This is an optimization exercise on Yosys and OpenROAD, whose aim is small area, a short achievable clock period and few clock cycles per item, not a production implementation. In this exercise RTL edits were held to simulation tests only and were not proved equivalent to the original.

<file path="flow/config.mk">
export PLATFORM = sky130hd
export DESIGN_NAME = crc_helper
export DESIGN_NICKNAME = crc_helper
export VERILOG_FILES = /design/flow/design.v
export SDC_FILE = /design/flow/constraint.sdc
export NUM_CORES = 4
export LEC_CHECK = 0
export CAP_MARGIN = 20
export CORE_MARGIN = 2
export CORE_UTILIZATION = 30
export SETUP_SLACK_MARGIN = 1.5
export SLEW_MARGIN = 20
</file>
<file path="flow/constraint.sdc">
create_clock -name core_clock -period 40.0 [get_ports {clk}]
set_input_delay 8.0000 -clock core_clock [delete_from_list [all_inputs] [get_ports {clk}]]
set_output_delay 8.0000 -clock core_clock [all_outputs]
set_load 0.01 [all_outputs]
</file>
<file path="flow/design.v">
module crc_helper (
    input  wire        clk,
    input  wire        rst,
    input  wire        start,
    output wire        start_ready,
    input  wire [7:0]  fn,
    input  wire [13:0] len,
    input  wire [63:0] poly,
    input  wire [63:0] init,
    input  wire [63:0] xorout,
    input  wire [31:0] cfg,
    input  wire [15:0] oldw,
    input  wire [15:0] neww,
    input  wire        in_valid,
    output wire        in_ready,
    input  wire [63:0] in_data,
    output reg         done,
    output wire [7:0]  status,
    output reg  [63:0] result
);
    reg         s_idle, s_dec, s_aln, s_run, s_out, s_fin;
    reg         ir;           
    reg         bad_r;        
    reg  [7:0]  fnr;
    reg  [6:0]  wr;
    reg         rin_r, rout_r, rsv_r;
    reg  [13:0] rem;          
    reg  [63:0] dreg;         
    reg  [3:0]  dbytes;       
    reg  [5:0]  cnt;          
    reg  [63:0] crc;          
    reg  [63:0] p;            
    reg         refin, kded, k32, k8, ksum;
    assign start_ready = s_idle;
    assign in_ready    = ir;
    assign status      = {5'd0, bad_r, 2'd0};
    wire f32   = (fnr == 8'h01);
    wire f32c  = (fnr == 8'h02);
    wire f8    = (fnr == 8'h03);
    wire f16   = (fnr == 8'h04);
    wire f32k  = (fnr == 8'h05);
    wire f64   = (fnr == 8'h06);
    wire fprog = (fnr == 8'h07);
    wire fcsum = (fnr == 8'h10);
    wire fupd  = (fnr == 8'h11);
    wire fcrc  = f32 | f32c | f8 | f16 | f32k | f64 | fprog;
    wire fsum  = fcsum | fupd;
    wire fded  = f32 | f32c | f8;
    wire refout = fprog ? rout_r : (f32 | f32c | f32k);
    wire bad = ~(fcrc | fsum)
             | ((fcrc | fcsum) & (rem > 14'd9216))
             | (fprog & ((wr < 7'd8) | (wr > 7'd64) | rsv_r));
    reg [63:0] cinit, cpoly;
    always @* begin
        cinit = 64'd0; cpoly = 64'd0;
        if (f32)  begin cinit = 64'hFFFFFFFF_00000000; cpoly = 64'h04C11DB7_00000000; end
        if (f32c) begin cinit = 64'hFFFFFFFF_00000000; cpoly = 64'h1EDC6F41_00000000; end
        if (f8)   begin cinit = 64'hFF000000_00000000; cpoly = 64'h1D000000_00000000; end
        if (f16)  begin cinit = 64'hFFFF0000_00000000; cpoly = 64'h10210000_00000000; end
        if (f32k) begin cinit = 64'hFFFFFFFF_00000000; cpoly = 64'hF4ACFB13_00000000; end
        if (f64)  begin cinit = 64'd0;                 cpoly = 64'h42F0E1EB_A9EA3693; end
    end
    function [7:0] rev8(input [7:0] x);
        integer k;
        for (k = 0; k < 8; k = k + 1) rev8[k] = x[7 - k];
    endfunction
    function [63:0] gbyte(input [63:0] r, input [7:0] b, input [63:0] pp);
        integer k;
        reg fb;
        begin
            for (k = 7; k >= 0; k = k - 1) begin
                fb = r[63] ^ b[k];
                r = {r[62:0], 1'b0} ^ (fb ? pp : 64'd0);
            end
            gbyte = r;
        end
    endfunction
    function [31:0] m32beat;
        input [31:0] r;
        input [63:0] d;
        begin
            m32beat[0] = ^(r & 32'hb4e5b025) ^ ^(d & 64'h826880efa40da72d);
            m32beat[1] = ^(r & 32'hdd2ed06e) ^ ^(d & 64'hc35cc098760b74bb);
            m32beat[2] = ^(r & 32'h0eb810f9) ^ ^(d & 64'he3c6e0a39f081d70);
            m32beat[3] = ^(r & 32'h1d7021f3) ^ ^(d & 64'h71e37051cf840eb8);
            m32beat[4] = ^(r & 32'h8e05f3c2) ^ ^(d & 64'hba9938c743cfa071);
            m32beat[5] = ^(r & 32'ha8ee57a0) ^ ^(d & 64'hdf241c8c05ea7715);
            m32beat[6] = ^(r & 32'h51dcaf40) ^ ^(d & 64'h6f920e4602f53b8a);
            m32beat[7] = ^(r & 32'h175ceea5) ^ ^(d & 64'hb5a187cca5773ae8);
            m32beat[8] = ^(r & 32'h9a5c6d6f) ^ ^(d & 64'hd8b84309f6b63a59);
            m32beat[9] = ^(r & 32'h34b8dadf) ^ ^(d & 64'h6c5c2184fb5b1d2c);
            m32beat[10] = ^(r & 32'hdd94059b) ^ ^(d & 64'hb446902dd9a029bb);
            m32beat[11] = ^(r & 32'h0fcdbb12) ^ ^(d & 64'hd84bc8f948ddb3f0);
            m32beat[12] = ^(r & 32'hab7ec600) ^ ^(d & 64'hee4d649300637ed5);
            m32beat[13] = ^(r & 32'h56fd8c01) ^ ^(d & 64'h7726b2498031bf6a);
            m32beat[14] = ^(r & 32'hadfb1803) ^ ^(d & 64'h3b935924c018dfb5);
            m32beat[15] = ^(r & 32'h5bf63006) ^ ^(d & 64'h1dc9ac92600c6fda);
            m32beat[16] = ^(r & 32'h0309d029) ^ ^(d & 64'h8c8c56a6940b90c0);
            m32beat[17] = ^(r & 32'h0613a052) ^ ^(d & 64'h46462b534a05c860);
            m32beat[18] = ^(r & 32'h0c2740a5) ^ ^(d & 64'h232315a9a502e430);
            m32beat[19] = ^(r & 32'h184e814b) ^ ^(d & 64'h11918ad4d2817218);
            m32beat[20] = ^(r & 32'h309d0296) ^ ^(d & 64'h08c8c56a6940b90c);
            m32beat[21] = ^(r & 32'h613a052c) ^ ^(d & 64'h046462b534a05c86);
            m32beat[22] = ^(r & 32'h7691ba7c) ^ ^(d & 64'h805ab1b53e5d896e);
            m32beat[23] = ^(r & 32'h59c6c4dc) ^ ^(d & 64'hc245d8353b23639a);
            m32beat[24] = ^(r & 32'hb38d89b9) ^ ^(d & 64'h6122ec1a9d91b1cd);
            m32beat[25] = ^(r & 32'h671b1372) ^ ^(d & 64'h3091760d4ec8d8e6);
            m32beat[26] = ^(r & 32'h7ad396c0) ^ ^(d & 64'h9a203be90369cb5e);
            m32beat[27] = ^(r & 32'hf5a72d81) ^ ^(d & 64'h4d101df481b4e5af);
            m32beat[28] = ^(r & 32'heb4e5b02) ^ ^(d & 64'h26880efa40da72d7);
            m32beat[29] = ^(r & 32'hd69cb604) ^ ^(d & 64'h1344077d206d396b);
            m32beat[30] = ^(r & 32'had396c09) ^ ^(d & 64'h09a203be90369cb5);
            m32beat[31] = ^(r & 32'h5a72d812) ^ ^(d & 64'h04d101df481b4e5a);
        end
    endfunction
    function [31:0] m32cbeat;
        input [31:0] r;
        input [63:0] d;
        begin
            m32cbeat[0] = ^(r & 32'h4869ec38) ^ ^(d & 64'h8fc8e57b1c379612);
            m32cbeat[1] = ^(r & 32'h90d3d871) ^ ^(d & 64'h47e472bd8e1bcb09);
            m32cbeat[2] = ^(r & 32'h21a7b0e3) ^ ^(d & 64'h23f2395ec70de584);
            m32cbeat[3] = ^(r & 32'h434f61c6) ^ ^(d & 64'h11f91caf6386f2c2);
            m32cbeat[4] = ^(r & 32'h869ec38d) ^ ^(d & 64'h08fc8e57b1c37961);
            m32cbeat[5] = ^(r & 32'h0d3d871b) ^ ^(d & 64'h047e472bd8e1bcb0);
            m32cbeat[6] = ^(r & 32'h5212e20f) ^ ^(d & 64'h8df7c6eef047484a);
            m32cbeat[7] = ^(r & 32'ha425c41e) ^ ^(d & 64'h46fbe3777823a425);
            m32cbeat[8] = ^(r & 32'h00226405) ^ ^(d & 64'hacb514c0a0264400);
            m32cbeat[9] = ^(r & 32'h482d2432) ^ ^(d & 64'hd9926f1b4c24b412);
            m32cbeat[10] = ^(r & 32'hd833a45d) ^ ^(d & 64'he301d2f6ba25cc1b);
            m32cbeat[11] = ^(r & 32'hf80ea482) ^ ^(d & 64'hfe480c004125701f);
            m32cbeat[12] = ^(r & 32'hf01d4904) ^ ^(d & 64'h7f2406002092b80f);
            m32cbeat[13] = ^(r & 32'ha8537e30) ^ ^(d & 64'hb05ae67b0c7eca15);
            m32cbeat[14] = ^(r & 32'h18cf1059) ^ ^(d & 64'hd7e596469a08f318);
            m32cbeat[15] = ^(r & 32'h319e20b2) ^ ^(d & 64'h6bf2cb234d04798c);
            m32cbeat[16] = ^(r & 32'h633c4165) ^ ^(d & 64'h35f96591a6823cc6);
            m32cbeat[17] = ^(r & 32'hc67882cb) ^ ^(d & 64'h1afcb2c8d3411e63);
            m32cbeat[18] = ^(r & 32'hc498e9ae) ^ ^(d & 64'h82b6bc1f75971923);
            m32cbeat[19] = ^(r & 32'hc1583f65) ^ ^(d & 64'hce93bb74a6fc1a83);
            m32cbeat[20] = ^(r & 32'hcad992f2) ^ ^(d & 64'he88138c14f499b53);
            m32cbeat[21] = ^(r & 32'h95b325e5) ^ ^(d & 64'h74409c60a7a4cda9);
            m32cbeat[22] = ^(r & 32'h630fa7f2) ^ ^(d & 64'hb5e8ab4b4fe5f0c6);
            m32cbeat[23] = ^(r & 32'h8e76a3dd) ^ ^(d & 64'hd53cb0debbc56e71);
            m32cbeat[24] = ^(r & 32'h1ced47ba) ^ ^(d & 64'h6a9e586f5de2b738);
            m32cbeat[25] = ^(r & 32'h71b3634d) ^ ^(d & 64'hba87c94cb2c6cd8e);
            m32cbeat[26] = ^(r & 32'hab0f2aa2) ^ ^(d & 64'hd28b01dd4554f0d5);
            m32cbeat[27] = ^(r & 32'h1e77b97d) ^ ^(d & 64'he68d6595be9dee78);
            m32cbeat[28] = ^(r & 32'h74869ec3) ^ ^(d & 64'hfc8e57b1c379612e);
            m32cbeat[29] = ^(r & 32'he90d3d87) ^ ^(d & 64'h7e472bd8e1bcb097);
            m32cbeat[30] = ^(r & 32'hd21a7b0e) ^ ^(d & 64'h3f2395ec70de584b);
            m32cbeat[31] = ^(r & 32'ha434f61c) ^ ^(d & 64'h1f91caf6386f2c25);
        end
    endfunction
    function [7:0] m8beat;
        input [7:0] r;
        input [63:0] d;
        begin
            m8beat[0] = ^(r & 8'h35) ^ ^(d & 64'h71a40393ec04b535);
            m8beat[1] = ^(r & 8'h6b) ^ ^(d & 64'he2480726d9096a6b);
            m8beat[2] = ^(r & 8'he3) ^ ^(d & 64'hb5350ddf5e1761e3);
            m8beat[3] = ^(r & 8'hf3) ^ ^(d & 64'h1bcf192d512a77f3);
            m8beat[4] = ^(r & 8'hd3) ^ ^(d & 64'h473a30c94e505bd3);
            m8beat[5] = ^(r & 8'ha6) ^ ^(d & 64'h8e7460929da0b6a6);
            m8beat[6] = ^(r & 8'h4d) ^ ^(d & 64'h1ce9c0243b416d4d);
            m8beat[7] = ^(r & 8'h9a) ^ ^(d & 64'h38d281497682da9a);
        end
    endfunction
    wire [7:0]  gb0 = refin ? rev8(dreg[7:0])  : dreg[7:0];
    wire [7:0]  gb1 = refin ? rev8(dreg[15:8]) : dreg[15:8];
    wire [63:0] g1  = gbyte(crc, gb0, p);
    wire [63:0] g2  = gbyte(g1,  gb1, p);
    wire [63:0] gout = (dbytes == 4'd1) ? g1 : g2;
    wire [31:0] e32  = m32beat(crc[63:32], dreg);
    wire [31:0] e32c = m32cbeat(crc[63:32], dreg);
    wire [7:0]  e8   = m8beat(crc[63:56], dreg);
    reg  [28:0] acc_n;
    reg  [7:0]  bm;
    integer i;
    always @* begin
        for (i = 0; i < 8; i = i + 1) bm[i] = (i < dbytes);
        acc_n = crc[28:0];
        for (i = 0; i < 4; i = i + 1)
            acc_n = acc_n + {13'd0, (bm[2*i]   ? dreg[16*i +: 8]     : 8'd0),
                                    (bm[2*i+1] ? dreg[16*i + 8 +: 8] : 8'd0)};
    end
    reg [63:0] rv, wmask, crc_res;
    reg [16:0] cs1;
    reg [15:0] cs2;
    always @* begin
        for (i = 0; i < 64; i = i + 1) rv[i] = crc[63 - i];
        for (i = 0; i < 64; i = i + 1) wmask[i] = (i < wr);
        crc_res = refout ? rv : crc;
        if (fprog) crc_res = crc_res ^ (result & wmask);
        else if (f32 | f32c | f32k) crc_res = crc_res ^ 64'hFFFFFFFF;
        else if (f8) crc_res = crc_res ^ 64'hFF;
        cs1 = {1'b0, crc[15:0]} + {4'd0, crc[28:16]};
        cs2 = cs1[15:0] + {15'd0, cs1[16]};
    end
    wire cap   = in_valid & ir;
    wire run   = s_run & (dbytes != 4'd0);
    wire one   = ksum | (kded & (dbytes == 4'd8));    
    wire use_gen = run & ~one;
    wire [3:0]  db_after = run ? ((one | (dbytes <= 4'd2)) ? 4'd0 : dbytes - 4'd2) : dbytes;
    wire [13:0] rem_cap = (rem > 14'd8) ? rem - 14'd8 : 14'd0;
    wire [3:0]  nb_cap  = (rem >= 14'd8) ? 4'd8 : {1'b0, rem[2:0]};
    wire em_cap   = s_dec ? ((nb_cap <= 4'd2) | fsum | (fded & (nb_cap == 4'd8)))
                          : ((nb_cap <= 4'd2) | ksum | (kded & (nb_cap == 4'd8)));
    wire em_nocap = s_dec ? ((db_after <= 4'd2) | fsum | (fded & (db_after == 4'd8)))
                          : ((db_after <= 4'd2) | ksum | (kded & (db_after == 4'd8)));
    wire ir_run_cap   = (rem_cap != 14'd0) & em_cap;
    wire ir_run_nocap = (rem != 14'd0) & em_nocap;
    wire ir_hold_cap   = 1'b0;
    wire ir_hold_nocap = (rem != 14'd0) & (db_after == 4'd0);
    wire [5:0]  rot_w    = fprog ? wr[5:0] : (f8 ? 6'd8 : (f16 ? 6'd16 : 6'd0));
    wire        need_out = fcrc & ~refout & (rot_w != 6'd0);
    wire        aln_last = (cnt == 6'd1) | (cnt == 6'd8);
    wire        go_aln   = fprog & (wr != 7'd64);
    wire        run_end  = (rem == 14'd0) & (db_after == 4'd0);
    reg ir_nc, ir_c;
    always @* begin
        ir_nc = 1'b0; ir_c = 1'b0;
        if (s_dec) begin
            if (go_aln) begin ir_nc = ir_hold_nocap; ir_c = ir_hold_cap; end
            else if (!bad & !fupd) begin ir_nc = ir_run_nocap; ir_c = ir_run_cap; end
        end
        if (s_aln) begin
            if (aln_last) begin ir_nc = ir_run_nocap; ir_c = ir_run_cap; end
            else          begin ir_nc = ir_hold_nocap; ir_c = ir_hold_cap; end
        end
        if (s_run) begin ir_nc = ir_run_nocap; ir_c = ir_run_cap; end
    end
    always @(posedge clk) begin
        if (s_dec) begin
            refin <= fprog ? rin_r : (f32 | f32c | f32k);
            kded  <= fded;
            k32   <= f32;
            k8    <= f8;
            ksum  <= fsum;
        end
    end
    always @(posedge clk) begin
        if (rst) begin
            s_idle <= 1'b1;
            s_dec  <= 1'b0;
            s_aln  <= 1'b0;
            s_run  <= 1'b0;
            s_out  <= 1'b0;
            s_fin  <= 1'b0;
            ir     <= 1'b0;
            done   <= 1'b0;
        end else begin
            ir     <= s_idle ? (start & (fn != 8'h11)) : (cap ? ir_c : ir_nc);
            done   <= (s_dec & bad) | s_fin;
            s_idle <= s_idle ? ~start : ((s_dec & bad) | s_fin);
            s_dec  <= s_idle & start;
            s_aln  <= s_dec ? (~bad & ~fupd & go_aln) : (s_aln & ~aln_last);
            s_run  <= (s_dec & ~bad & (fupd | ~go_aln)) | (s_aln & aln_last) | (s_run & ~run_end);
            s_out  <= (s_run & run_end & need_out) | (s_out & ~aln_last);
            s_fin  <= (s_run & run_end & ~need_out) | (s_out & aln_last);
        end
    end
    always @(posedge clk) begin
        if (s_idle)
            dreg <= {16'd0, neww[7:0], neww[15:8], ~oldw[7:0], ~oldw[15:8],
                     ~init[7:0], ~init[15:8]};
        else if (ir)
            dreg <= in_data;
        else if (use_gen)
            dreg <= {16'd0, dreg[63:16]};
        if (s_idle)     dbytes <= 4'd0;
        else if (s_dec & fupd) dbytes <= 4'd8;
        else            dbytes <= cap ? nb_cap : db_after;
        if (s_idle)     rem <= len;
        else if (s_dec & (bad | fupd)) rem <= 14'd0;
        else if (cap)   rem <= rem_cap;
        if (s_idle) begin
            fnr    <= fn;
            wr     <= cfg[6:0];
            rin_r  <= cfg[12];
            rout_r <= cfg[13];
            rsv_r  <= |(cfg & ~32'h0000_307F);
            crc    <= init;
            p      <= poly;
            result <= xorout;
        end
        if (s_dec) begin
            cnt   <= 6'd0 - {wr[5:0]};    
            bad_r <= bad;
            if (bad)
                result <= 64'd0;
            else if (fupd)
                crc <= 64'd0;
            else if (fcsum)
                crc <= {48'd0, crc[15:0]};
            else if (!fprog) begin
                crc <= cinit;
                p   <= cpoly;
            end
        end
        if (s_aln) begin
            if (cnt >= 6'd8) begin
                crc <= {crc[55:0], 8'd0};
                p   <= {p[55:0], 8'd0};
                cnt <= cnt - 6'd8;
            end else begin
                crc <= {crc[62:0], 1'b0};
                p   <= {p[62:0], 1'b0};
                cnt <= cnt - 6'd1;
            end
        end
        if (s_run) begin
            if (run) begin
                if (ksum)              crc[28:0]  <= acc_n;
                else if (one & k8)     crc[63:56] <= e8;
                else if (one)          crc[63:32] <= k32 ? e32 : e32c;
                else                   crc        <= gout;
            end
            cnt <= rot_w;
        end
        if (s_out) begin
            if (cnt >= 6'd8) begin
                crc <= {crc[55:0], crc[63:56]};
                cnt <= cnt - 6'd8;
            end else begin
                crc <= {crc[62:0], crc[63]};
                cnt <= cnt - 6'd1;
            end
        end
        if (s_fin)
            result <= fupd  ? {48'd0, ~cs2} :
                      fcsum ? {48'd0, cs2}  : crc_res;
    end
endmodule
</file>
<file path="flow/run.sh">
#!/bin/bash
# synth_recipe.tcl (not shown) runs the flow's synth.tcl, then flattens the netlist and writes it again
# the make line also repeats each setting of config.mk as NAME=value (left out here)
make -C /OpenROAD-flow-scripts/flow DESIGN_CONFIG=/design/flow/config.mk WORK_HOME=/design/flow/orfs CLKGATE_MAP_FILE= SYNTH_SCRIPT=/design/flow/synth_recipe.tcl finish
</file>
==> results.toml <==
[critical_path]
r2r_start = "refin"
arrival_ns = 11.09
cp-end-kind = "register"
required_ns = 40.54
crit_type = "register to register"
critPathMaxFanout = 49
rr_worst_depth = 27
cp_common_cell = "buf_4"
startpoint_type = "register"
r2r_setup_slack_ns = 29.45
r2r-end = "crc[2]"
cp_slowest_stage_delay_ns = 0.94
cp_slowest_cell = "edfxtp_1"

[die]
fp-row-count = 151
die_w_um = 417
pin_count = 421
dieArea_mm2 = 0.173
core_area_mm2 = 0.169
start_util = 0.302
die_h_um = 417

[grt]
grt_overflow = 0
grt_max_degree = 121
antenna_found_initial = 13
grt_pass1_wl_um = 394000
first_global_vias = 49600
grtUsageTotal = 0.317

[drt]
vias = 53200
antenna_left = 0
via_per_inst = 5.82
drt_iter0_markers = 7982
first_pass_iters = 6
drc = 0
drt-wirelength-per-cell_um = 31.3
totalWireLength_um = 287000

[job]
cap_viol_max_count = 0

[clocking]
path_clk_slew_ns = 0.07
cts-root-buf = "clkbuf_16"
clk_latency_ns = 0.68
ctsHoldBuffers = 0
post-cts-setup-buffer-count = 0
cts_tree = "yes"
clock_path_buffers = 3
clock_sink_count = 312
post_cts_resize_count = 0
cts_made_buffers = 42
htree_levels = 2

[cells_and_area]
layout-drive-gt1-share = 0.0740
final_cells = 9148
nNetsFinal = 7326
fillCellCount = 17800
area_growth_pct = 16.9
final_util = 0.352

[placement]
dp.cells = 9055
dp_hpwl_um = 214000
gp_congestion = 1.08
portBuffers = 413

[yosys]
synth_seq_cells = 312
syn_inst = 6728
netlist_top_cells_area = "xnor2_1 (31%), dfxtp_1 (8.6%), nand2_1 (8.4%)"
yosys_warnings = 1
syn_avg_cell_area_um2 = 7.59
synthFlopType = "dfxtp_1"
synth.largest_area_cell = "xnor2_1"
synth.top_cell.area_share = 0.307
yosysSeqAreaShare = 0.140
synth-edff-count = 92
synth_cell_types = 107
syn_area_mm2 = 0.0511
async_flop_share = 0

[sta]
hold_violations = 0
setup_violations = 0
drv_slew = 0
tightest_slew_ns = 1.31
rsz0062_at_grt = "false"
tns_ns = 0
finClkSkew_ns = 0.0743
min_period_ns = 10.55
holdWs_ns = 0.539
slew_headroom = 0.121
fmax_ghz = 0.0948
fin_crit_sh = 0.264

[hold_path]
holdPathEnd = "p[23]"
hold_depth = 2
min_from = "p[15]"
worstHoldPathType = "register to register"

[status]
status = "timing/DRC/antenna clean"
## sequential cells by signal, summed over array words and instances, names as in the netlist, 4 cells and up
name,flops
cnt,6
crc,64
dbytes,4
dreg,64
fnr,8
p,64
rem,14
result,64
wr,7
## layout by cell type, fill, tap and decap left out, types with 22 or more instances in the layout
cell             netlist  layout
o22ai_1              127     127
ha_1                  48      48
a31oi_1               81      81
a211oi_1              73      73
a22o_1                25      25
mux2_2                36      36
xor2_1               316     311
nor2b_1               95      94
mux2i_1              305     305
nand3_1              110     108
and2_1                34      32
or3_1                 33      33
fa_1                  48      48
a221oi_1              37      37
o21ai_1               30      28
nor4_1                22      22
dfxtp_1              220     213
nand2_1             1143    1140
xnor3_1               62      62
o211ai_1              50      50
clkdlybuf4s50_1        0     413
xnor2_1             1790    1771
a21oi_1              297     294
buf_4                 13     290
nor2_1               242     235
and3_1                24      24
inv_1                 76      75
edfxtp_1              92      92
nor3_1                63      56
o21ai_0              307     307
clkbuf_16              0      43
## critical path, delay by kind of cell (launching register included)
kind,cells,cell delay (ns)
compound gates,9,2.53
xor+xnor,5,1.90
buf+inv,4,1.60
flops,1,0.94
mux,2,1.37
simple gates,7,1.99
## cell usage after synthesis, types with 24 or more instances
| cell type | instances |
|---|---|
| a21oi_1 | 297 |
| and3_1 | 24 |
| a211oi_1 | 73 |
| clkbuf_1 | 454 |
| a22o_1 | 25 |
| and2_1 | 34 |
| ha_1 | 48 |
| buf_2 | 35 |
| xor2_1 | 316 |
| nor2_1 | 242 |
| nor2b_1 | 95 |
| o211ai_1 | 50 |
| nand2_1 | 1143 |
| o21ai_1 | 30 |
| o22ai_1 | 127 |
| edfxtp_1 | 92 |
| xnor2_1 | 1790 |
| mux2_2 | 36 |
| nand3_1 | 110 |
| or3_1 | 33 |
| mux2i_1 | 305 |
| nor3_1 | 63 |
| a221oi_1 | 37 |
| a31oi_1 | 81 |
| dfxtp_1 | 220 |
| inv_1 | 76 |
| buf_1 | 95 |
| xnor3_1 | 62 |
| fa_1 | 48 |
| o21ai_0 | 307 |
## metal layers
| metal | share of wire | GRT usage | up-vias |
|---|---|---|---|
| met3 | 0.11 | 0.0694 | 858 |
| met1 | 0.39 | 0.411 | 25700 |
| met2 | 0.41 | 0.464 | 3817 |
| met5 | 0.000098 | 0 | - |
| li1 | - | - | 22900 |
| met4 | 0.083 | 0.221 | 4 |
## logic make-up after synthesis
kind of cell             synth area share
AO/OA/AOI/OAI                       0.154
XOR/XNOR                            0.395
adder cells (fa/ha/maj)            0.0306
buffers and inverters              0.0528
flip-flops                          0.140
multiplexers                       0.0688
other                           0.0000735
AND/OR/NAND/NOR                     0.158
## worst max path at each step
| stage | slack, ns | cells past startpoint | endpoint | startpoint |
|---|---|---|---|---|
| detailed placement | 29.52 | 27 | crc[60] | refin |
| global route | 28.88 | 24 | crc[0] | refin |
| finish | 29.45 | 27 | crc[2] | refin |
| CTS | 29.45 | 27 | crc[2] | refin |
| floorplan | 30.82 | 3 | rem[0] | in_valid |
| global placement | 29.69 | 27 | crc[60] | refin |
## area by class of cell
class	count	area, um^2	area share
repair buffers	707	6350	0.107
well taps	2218	2780	0.0465
clock buffers	53	1130	0.0190
diodes	12	30.0	0.000503
clock inverters	25	267	0.00447
flip-flops and latches	312	7180	0.120
multi-input cells	5737	41600	0.697
inverters	84	318	0.00533
## metrics by stage
stage                     setup WS, ns  instance area, um^2
after floorplan                  30.82                51100
after global placement           29.69                58100
after detailed placement         29.52                58200
after CTS                        29.45                59600
after global routing             28.88                59600
final                            29.45                59700
Testbench counts, summed over its fixed seeds: cycles 51,748, bytes 249,318.

[separate check: timing with driven ports]
In the flow no input, the clock included, has a driving cell. The finished layout below was timed again as built, in two steps. Step 1 sets driving cells, clkbuf_16 on the clock port and buf_2 on the other inputs (assumed; they add their load-dependent delay and slew). Step 2 moves the port delays by t, midway between the first and last clock arrival at a register: inputs arrive t later, outputs are due t later. That takes back most of the time a late clock gives input paths. a / b / c = no drivers / after step 1 / after step 2; a / b = the first two.
t, ns: 0.716
slack for setup (ns): 29.448 / 29.448 / 29.448
worst setup path at the end: register to register
slew at the worst register clock pin (ns): 0.07 / 0.07
cell pins on the clock port's net: 1
After both steps this run still meets setup and hold. The setup slack of this run moves by 0.000 ns with the drivers and by 0.000 ns with both steps.
